Context: an optimization exercise on an open-source flow, tuned for small area. The choices shown serve that exercise and are no tape-out recipe. For this run, only the layout was checked, not whether the RTL still works.

$ cat design/flow/run.sh
#!/bin/bash
# synth_recipe.tcl (not shown) runs the flow's synth.tcl, then flattens the netlist and writes it again
# the make line also repeats each setting of config.mk as NAME=value (left out here)
make -C /OpenROAD-flow-scripts/flow DESIGN_CONFIG=/design/flow/config.mk WORK_HOME=/design/flow/orfs CLKGATE_MAP_FILE= SYNTH_SCRIPT=/design/flow/synth_recipe.tcl finish
$ cat design/flow/config.mk
export PLATFORM = sky130hd
export DESIGN_NAME = sd_channel
export DESIGN_NICKNAME = sd_channel
export VERILOG_FILES = /design/flow/design.v
export SDC_FILE = /design/flow/constraint.sdc
export NUM_CORES = 4
export LEC_CHECK = 0
export CAP_MARGIN = 20
export CORE_MARGIN = 2
export CORE_UTILIZATION = 40
export SLEW_MARGIN = 20
$ cat design/flow/constraint.sdc
create_clock -name core_clock -period 10.0 [get_ports {clk}]
set_input_delay 2.0000 -clock core_clock [delete_from_list [all_inputs] [get_ports {clk}]]
set_output_delay 2.0000 -clock core_clock [all_outputs]
set_load 0.01 [all_outputs]
$ cat design/flow/design.v
module sd_div #(
  parameter NW = 32,    
  parameter DW = 16,    
  parameter QW = 16     
) (
  input  wire          clk,
  input  wire          rst,
  input  wire          go,
  input  wire [NW-1:0] num,
  input  wire [DW-1:0] den,
  output reg           done,
  output reg  [QW-1:0] q
);
  localparam CW = $clog2(QW + 1);
  reg          busy;
  reg [CW-1:0] cnt;
  reg [DW:0]   rem;
  reg [QW-1:0] low;    
  reg [DW-1:0] d;
  wire [DW:0] trial = {rem[DW-1:0], low[QW-1]};
  wire        ge    = trial >= {1'b0, d};
  always @(posedge clk) begin
    if (rst) begin
      busy <= 1'b0;
      done <= 1'b0;
    end else begin
      done <= 1'b0;
      if (go) begin
        busy <= 1'b1;
        cnt  <= QW[CW-1:0];
        rem  <= {1'b0, num[NW-1:QW]};
        low  <= num[QW-1:0];
        d    <= den;
        q    <= {QW{1'b0}};
      end else if (busy) begin
        rem  <= ge ? trial - {1'b0, d} : trial;
        q    <= {q[QW-2:0], ge};
        low  <= {low[QW-2:0], 1'b0};
        cnt  <= cnt - 1'b1;
        if (cnt == 1) begin
          busy <= 1'b0;
          done <= 1'b1;
        end
      end
    end
  end
endmodule
module sd_channel (
  input  wire        clk,
  input  wire        rst,
  input  wire        start,
  input  wire [9:0]  osr,        
  input  wire [6:0]  fosr,       
  input  wire [3:0]  qual,       
  input  wire        en_hi,
  input  wire        en_lo,
  input  wire [15:0] hi,         
  input  wire [15:0] lo,
  input  wire        bit_valid,
  input  wire        bit_in,
  output reg         main_valid,
  output reg  [23:0] main_code,
  output reg         main_ovr,
  output reg         fast_valid,
  output reg  [15:0] fast_code,
  output reg         trip_hi,
  output reg         trip_lo,
  output reg         lost
);
  reg  [9:0]  r;
  reg  [6:0]  f;
  reg  [4:0]  qn;
  reg         cen_hi, cen_lo;
  reg  [15:0] thr_hi, thr_lo;
  reg  [19:0] r2;
  reg  [27:0] r3;
  reg  [12:0] f2;
  always @(posedge clk) begin
    if (start) begin
      r      <= osr;
      f      <= fosr;
      qn     <= {1'b0, qual} + 5'd1;
      cen_hi <= en_hi;
      cen_lo <= en_lo;
      thr_hi <= hi;
      thr_lo <= lo;
    end
    r2 <= r * r;
    r3 <= r2 * r;
    f2 <= f * f;
  end
  reg running;
  reg take;                  
  always @(*) take = running && bit_valid;
  reg       have_last;
  reg       last_bit;
  reg [8:0] run_len;
  wire       same     = have_last && (bit_in == last_bit);
  wire [8:0] run_next = same ? run_len + 9'd1 : 9'd0;
  wire       stuck    = run_next == 9'd256;
  wire       eval     = take && !stuck;
  always @(posedge clk) begin
    if (rst) begin
      running <= 1'b0;
      lost    <= 1'b0;
    end else if (start) begin
      running <= 1'b1;
      lost    <= 1'b0;
    end else if (take && stuck) begin
      running <= 1'b0;
      lost    <= 1'b1;
    end
  end
  always @(posedge clk) begin
    if (start) begin
      have_last <= 1'b0;
      run_len   <= 9'd0;
    end else if (take) begin
      have_last <= 1'b1;
      last_bit  <= bit_in;
      run_len   <= run_next;
    end
  end
  reg [127:0] hist;          
  reg [6:0]   m1;            
  reg [6:0]   m1d;           
  reg [12:0]  s2;
  reg [6:0]   nbits;         
  wire        b_f   = hist[f - 7'd1];
  wire        b_2f  = hist[{f, 1'b0} - 8'd1];
  wire [6:0]  m1_n  = m1 + bit_in - b_f;
  wire [6:0]  m1d_n = m1d + b_f - b_2f;
  wire [12:0] s2_n  = s2 + m1_n - m1d_n;
  wire        f_full = {1'b0, nbits} >= {f, 1'b0} - 8'd2;
  always @(posedge clk) begin
    if (start) begin
      hist  <= 128'd0;
      m1    <= 7'd0;
      m1d   <= 7'd0;
      s2    <= 13'd0;
      nbits <= 7'd0;
    end else if (take) begin
      hist  <= {hist[126:0], bit_in};
      m1    <= m1_n;
      m1d   <= m1d_n;
      s2    <= s2_n;
      if (nbits != 7'd127) nbits <= nbits + 7'd1;
    end
  end
  reg         fgo;
  reg         fneg;
  reg  [12:0] fabs;
  always @(posedge clk) begin
    if (rst) fgo <= 1'b0;
    else     fgo <= eval && f_full;
    if (eval && f_full) begin
      fneg <= {s2_n, 1'b0} < {1'b0, f2};
      fabs <= ({s2_n, 1'b0} < {1'b0, f2}) ? f2 - {s2_n[11:0], 1'b0}
                                          : {s2_n, 1'b0} - {1'b0, f2};
    end
  end
  wire [31:0] fnum = {fabs, 19'd0} + 7 * f2;
  wire [15:0] fden = 14 * f2;
  wire        fdone;
  wire [15:0] fq;
  sd_div #(.NW(32), .DW(16), .QW(16)) u_fdiv (
    .clk(clk), .rst(rst), .go(fgo), .num(fnum), .den(fden),
    .done(fdone), .q(fq)
  );
  wire [15:0] fcode = fneg ? ((fq > 16'd32768) ? 16'h8000 : 16'd0 - fq)
                           : ((fq > 16'd32767) ? 16'h7fff : fq);
  reg [4:0] hrun, lrun;
  reg       hon, lon;
  wire      above = cen_hi && ($signed(fcode) >= $signed(thr_hi));
  wire      below = cen_lo && ($signed(fcode) <= $signed(thr_lo));
  wire [4:0] hrun_n = (hrun == qn) ? hrun : hrun + 5'd1;
  wire [4:0] lrun_n = (lrun == qn) ? lrun : lrun + 5'd1;
  always @(posedge clk) begin
    if (rst) begin
      fast_valid <= 1'b0;
    end else begin
      fast_valid <= fdone;
    end
    if (start) begin
      hrun <= 5'd0;
      lrun <= 5'd0;
      hon  <= 1'b0;
      lon  <= 1'b0;
    end else if (fdone) begin
      fast_code <= fcode;
      trip_hi   <= 1'b0;
      trip_lo   <= 1'b0;
      if (above) begin
        hrun <= hrun_n;
        if (hrun_n == qn && !hon) begin
          hon     <= 1'b1;
          trip_hi <= 1'b1;
        end
      end else begin
        hrun <= 5'd0;
        hon  <= 1'b0;
      end
      if (below) begin
        lrun <= lrun_n;
        if (lrun_n == qn && !lon) begin
          lon     <= 1'b1;
          trip_lo <= 1'b1;
        end
      end else begin
        lrun <= 5'd0;
        lon  <= 1'b0;
      end
    end
  end
  reg [27:0] i1, i2, i3;
  reg [27:0] z1, z2, z3;
  reg [9:0]  phase;
  reg [1:0]  ndec;           
  reg        comb_go;
  wire [27:0] i1_n = i1 + bit_in;
  wire [27:0] i2_n = i2 + i1_n;
  wire [27:0] i3_n = i3 + i2_n;
  wire        dec  = phase == r - 10'd3;
  wire [27:0] d1 = i3 - z3;
  wire [27:0] d2 = d1 - z1;
  wire [27:0] d3 = d2 - z2;
  always @(posedge clk) begin
    if (rst) comb_go <= 1'b0;
    else     comb_go <= eval && dec;
    if (start) begin
      i1    <= 28'd0;
      i2    <= 28'd0;
      i3    <= 28'd0;
      z1    <= 28'd0;
      z2    <= 28'd0;
      z3    <= 28'd0;
      phase <= 10'd0;
      ndec  <= 2'd0;
    end else begin
      if (take) begin
        i1    <= i1_n;
        i2    <= i2_n;
        i3    <= i3_n;
        phase <= (phase == r - 10'd1) ? 10'd0 : phase + 10'd1;
      end
      if (comb_go) begin
        z3 <= i3;
        z1 <= d1;
        z2 <= d2;
        if (ndec != 2'd2) ndec <= ndec + 2'd1;
      end
    end
  end
  reg        mgo;
  reg        mneg;
  reg [27:0] mabs;
  always @(posedge clk) begin
    if (rst) mgo <= 1'b0;
    else     mgo <= comb_go && ndec == 2'd2;
    if (comb_go) begin
      mneg <= {d3, 1'b0} < {1'b0, r3};
      mabs <= ({d3, 1'b0} < {1'b0, r3}) ? r3 - {d3[26:0], 1'b0}
                                        : {d3, 1'b0} - {1'b0, r3};
    end
  end
  wire [55:0] mnum = {mabs, 27'd0} + 7 * r3;
  wire [31:0] mden = 14 * r3;
  wire        mdone;
  wire [23:0] mq;
  sd_div #(.NW(56), .DW(32), .QW(24)) u_mdiv (
    .clk(clk), .rst(rst), .go(mgo), .num(mnum), .den(mden),
    .done(mdone), .q(mq)
  );
  wire        mclamp = mneg ? (mq > 24'h800000) : (mq > 24'h7fffff);
  wire [23:0] mcode  = mneg ? (mclamp ? 24'h800000 : 24'd0 - mq)
                            : (mclamp ? 24'h7fffff : mq);
  reg [1:0] clamp_hist;
  always @(posedge clk) begin
    if (rst) begin
      main_valid <= 1'b0;
    end else begin
      main_valid <= mdone;
    end
    if (start) begin
      clamp_hist <= 2'b00;
    end else if (mdone) begin
      main_code  <= mcode;
      main_ovr   <= mclamp || clamp_hist != 2'b00;
      clamp_hist <= {clamp_hist[0], mclamp};
    end
  end
endmodule
==> impl_metrics.json <==
{
  "num_rows": 141,
  "num_vias": 43797,
  "drive_above_1_share_pct": 5.24,
  "fin_crit_sh_pct": 88.7,
  "diodes": 0,
  "drv_slew": 0,
  "final_nets": 7326,
  "cts-buffers-inserted": 91,
  "final_cells": 8422,
  "fmax_mhz": 113,
  "ios": 106,
  "drc": 0,
  "die_height_um": 388,
  "cts_root_buf": "clkbuf_16",
  "period_minus_slack_ns": 8.87,
  "setup_tns_ns": 0,
  "layout.area.seq_mm2": 0.0185,
  "placed_cell_area_mm2": 0.0621,
  "path_class": "reg -> reg",
  "start_util_pct": 40.2,
  "drtIter0Drc": 2455,
  "synth_cell_types": 86,
  "ctsResizeCount": 0,
  "dp_hpwl_mm": 97.2,
  "finalSetupViolCount": 0,
  "worst_pin_slew_ns": 1.12,
  "routedWlPerCell_um": 15.7,
  "antenna_found_initial": 0,
  "clkLatencyLatePin_ns": 0.71,
  "dieWidth_um": 388,
  "slowest_delay_ns": 0.54,
  "cts_buffer_depth": 3,
  "cts_tree": "yes",
  "grt_pass1_vias": 43477,
  "drtAntennaViolNets": 0,
  "yosysTopAreaCell": "edfxtp_1",
  "area_delta_synth_final_pct": 10.6,
  "synth_seq_area_share_pct": 31.3,
  "core_area_mm2": 0.147,
  "grt_max_degree": 207,
  "yosys-top-cells-count": "nand2_1, inv_1, ha_1",
  "slowest_stage": "edfxtp_1",
  "place_inst": 8258,
  "yosysMostFrequentCell": "nand2_1",
  "slew_headroom_pct": 25.0,
  "arrival_ns": 9.31,
  "htreeDepth": 3,
  "place_congestion": 0.878,
  "netlist_top_cells_area": "edfxtp_1, dfxtp_1, ha_1",
  "fill_cells": 14158,
  "avgSynthCellArea_um2": 9.19,
  "skew_ns": 0.0434,
  "crit_required_ns": 10.44,
  "hold_viol_final": 0,
  "cts_setup_buffers": 0,
  "grt.total_usage_pct": 17.5,
  "hold_ws_ns": 0.458,
  "via_per_inst": 5.20,
  "multi_input_area_mm2": 0.0375,
  "port_buffers": 105,
  "cts_sinks": 762,
  "gr-total-overflow": 0,
  "rsz0062_at_grt": "false",
  "worst_path_most_repeated_cell": "a21oi_1",
  "end_kind": "flop",
  "hold_path.class": "reg -> reg",
  "synth_top_area_share_pct": 16.6,
  "dr.pass1.iters": 8,
  "clk_pin_slew_ns": 0.06,
  "die_area_mm2": 0.151,
  "netlist_instances": 6427,
  "startpoint_type": "flop",
  "critPathMaxFanout": 39,
  "outcome": "complete, no violations",
  "grt_pass1_wl_mm": 222,
  "design_area_mm2": 0.0653,
  "synth_edf_count": 326,
  "route.final.wire_length_mm": 132,
  "ys_seq_elements": 762,
  "max_cap_viol_count": 0,
  "synth_ff_type": "dfxtp_1",
  "netlist_area_mm2": 0.0591,
  "synth_fp_nets": 7332,
  "yosysWarnings": 3,
  "async_flop_share_pct": 0,
  "ctsHoldBuffers": 0
}
sequential cells by signal (all words and copies together) (netlist names), 14 cells and up:
| signal | cells |
|---|---|
| hist | 128 |
| u_mdiv.rem | 32 |
| u_mdiv.d | 31 |
| i1 | 28 |
| i2 | 28 |
| i3 | 28 |
| mabs | 28 |
| r3 | 28 |
| z1 | 28 |
| z2 | 28 |
| z3 | 28 |
| main_code | 24 |
| u_mdiv.low | 24 |
| u_mdiv.q | 24 |
| r2 | 19 |
| fast_code | 16 |
| thr_hi | 16 |
| thr_lo | 16 |
| u_fdiv.low | 16 |
| u_fdiv.q | 16 |
| u_fdiv.rem | 16 |
| u_fdiv.d | 14 |
worst max-delay path: cells and delay by family (launching register included):
kind | cells | cell delay [ns]
buffers and inverters | 5 | 1.02
AO/OA/AOI/OAI | 12 | 2.13
adder cells (fa/ha/maj) | 7 | 2.32
XOR/XNOR | 4 | 0.63
AND/OR/NAND/NOR | 4 | 0.55
multiplexers | 4 | 1.38
flip-flops | 1 | 0.54
placed cells by master, fill, tap and decap left out, types with 84 or more instances in the layout:
| cell type | netlist | routed |
|---|---|---|
| a21o_1 | 173 | 173 |
| a21oi_1 | 522 | 522 |
| and2_1 | 138 | 137 |
| clkbuf_16 | 0 | 92 |
| clkdlybuf4s50_1 | 0 | 103 |
| dfxtp_1 | 436 | 433 |
| edfxtp_1 | 326 | 326 |
| fa_1 | 287 | 287 |
| ha_1 | 558 | 558 |
| inv_1 | 578 | 578 |
| mux2i_1 | 166 | 166 |
| nand2_1 | 769 | 768 |
| nand3_1 | 100 | 100 |
| nor2_1 | 469 | 464 |
| nor2b_1 | 91 | 90 |
| nor3_1 | 85 | 84 |
| o21ai_0 | 182 | 182 |
| xnor2_1 | 304 | 304 |
| xor2_1 | 178 | 177 |
final timing paths:
kind	startpoint	endpoint	slack, ns	cells after the start
worst max-delay path	f[1]$_DFFE_PP_	fabs[4]$_DFFE_PP_	1.13	36
worst min-delay path	m1[0]$_SDFFE_PP0P_	m1[0]$_SDFFE_PP0P_	0.46	2
worst max register to register	f[1]$_DFFE_PP_	fabs[4]$_DFFE_PP_	1.13	36
worst min register to register	m1[0]$_SDFFE_PP0P_	m1[0]$_SDFFE_PP0P_	0.46	2
kinds of logic after synthesis:
kind of cell	Yosys count	share of synthesized area [%]
AOI/OAI and AO/OA	1318	13.9
buffers and inverters	833	5.33
and+or+nand+nor	1930	15.1
adders and majority gates	845	21.5
muxes	257	5.63
xor gates and xnor gates	482	7.15
DFF	762	31.3
layer usage:
metal  global-route usage [%]  part of all wire, %  wire, µm
met4                     4.68                  2.1      2740
met1                     23.5                   47     62400
met3                     2.11                  3.6      4750
met2                     29.6                   47     62100
met5                        0                    0         0
per-stage QoR:
stage               util (%)  setup WS [ns]
floorplan                  -          0.187
global placement        42.2           1.32
detailed placement      42.2           1.18
CTS                     44.4           1.14
global route            44.4          0.335
finish                  44.4           1.13
cell type report:
type	count	area share (%)
flip-flops and latches	762	28.4
multi-input cells	4832	57.4
well taps	1930	3.70
clock inverters	51	1.20
inverters	582	3.34
repair buffers	152	2.18
clock buffers	113	3.80

static timing again, ports no longer ideal:
The results above use ideal ports. As a check the final layout listed here was re-extracted and re-timed, cells and wires unchanged. Step 1, drivers: a clkbuf_16 drives clk and a buf_2 each remaining input, both assumed. Step 2 moves the port delays by t, midway between the first and last clock arrival at a register: inputs arrive t later, outputs are due t later. That takes back most of the time a late clock gives input paths. a / b / c = no drivers / after step 1 / after step 2; a / b = the first two.
shift t [ns]: 0.770
setup WS [ns]: 1.134 / 1.134 / 1.134
worst setup path after step 2: register to register
pins driven straight from the clock port: 1
After both steps setup and hold are still met in this run. For this run, drivers alone change the setup slack by 0.000 ns; drivers and shift together by 0.000 ns.
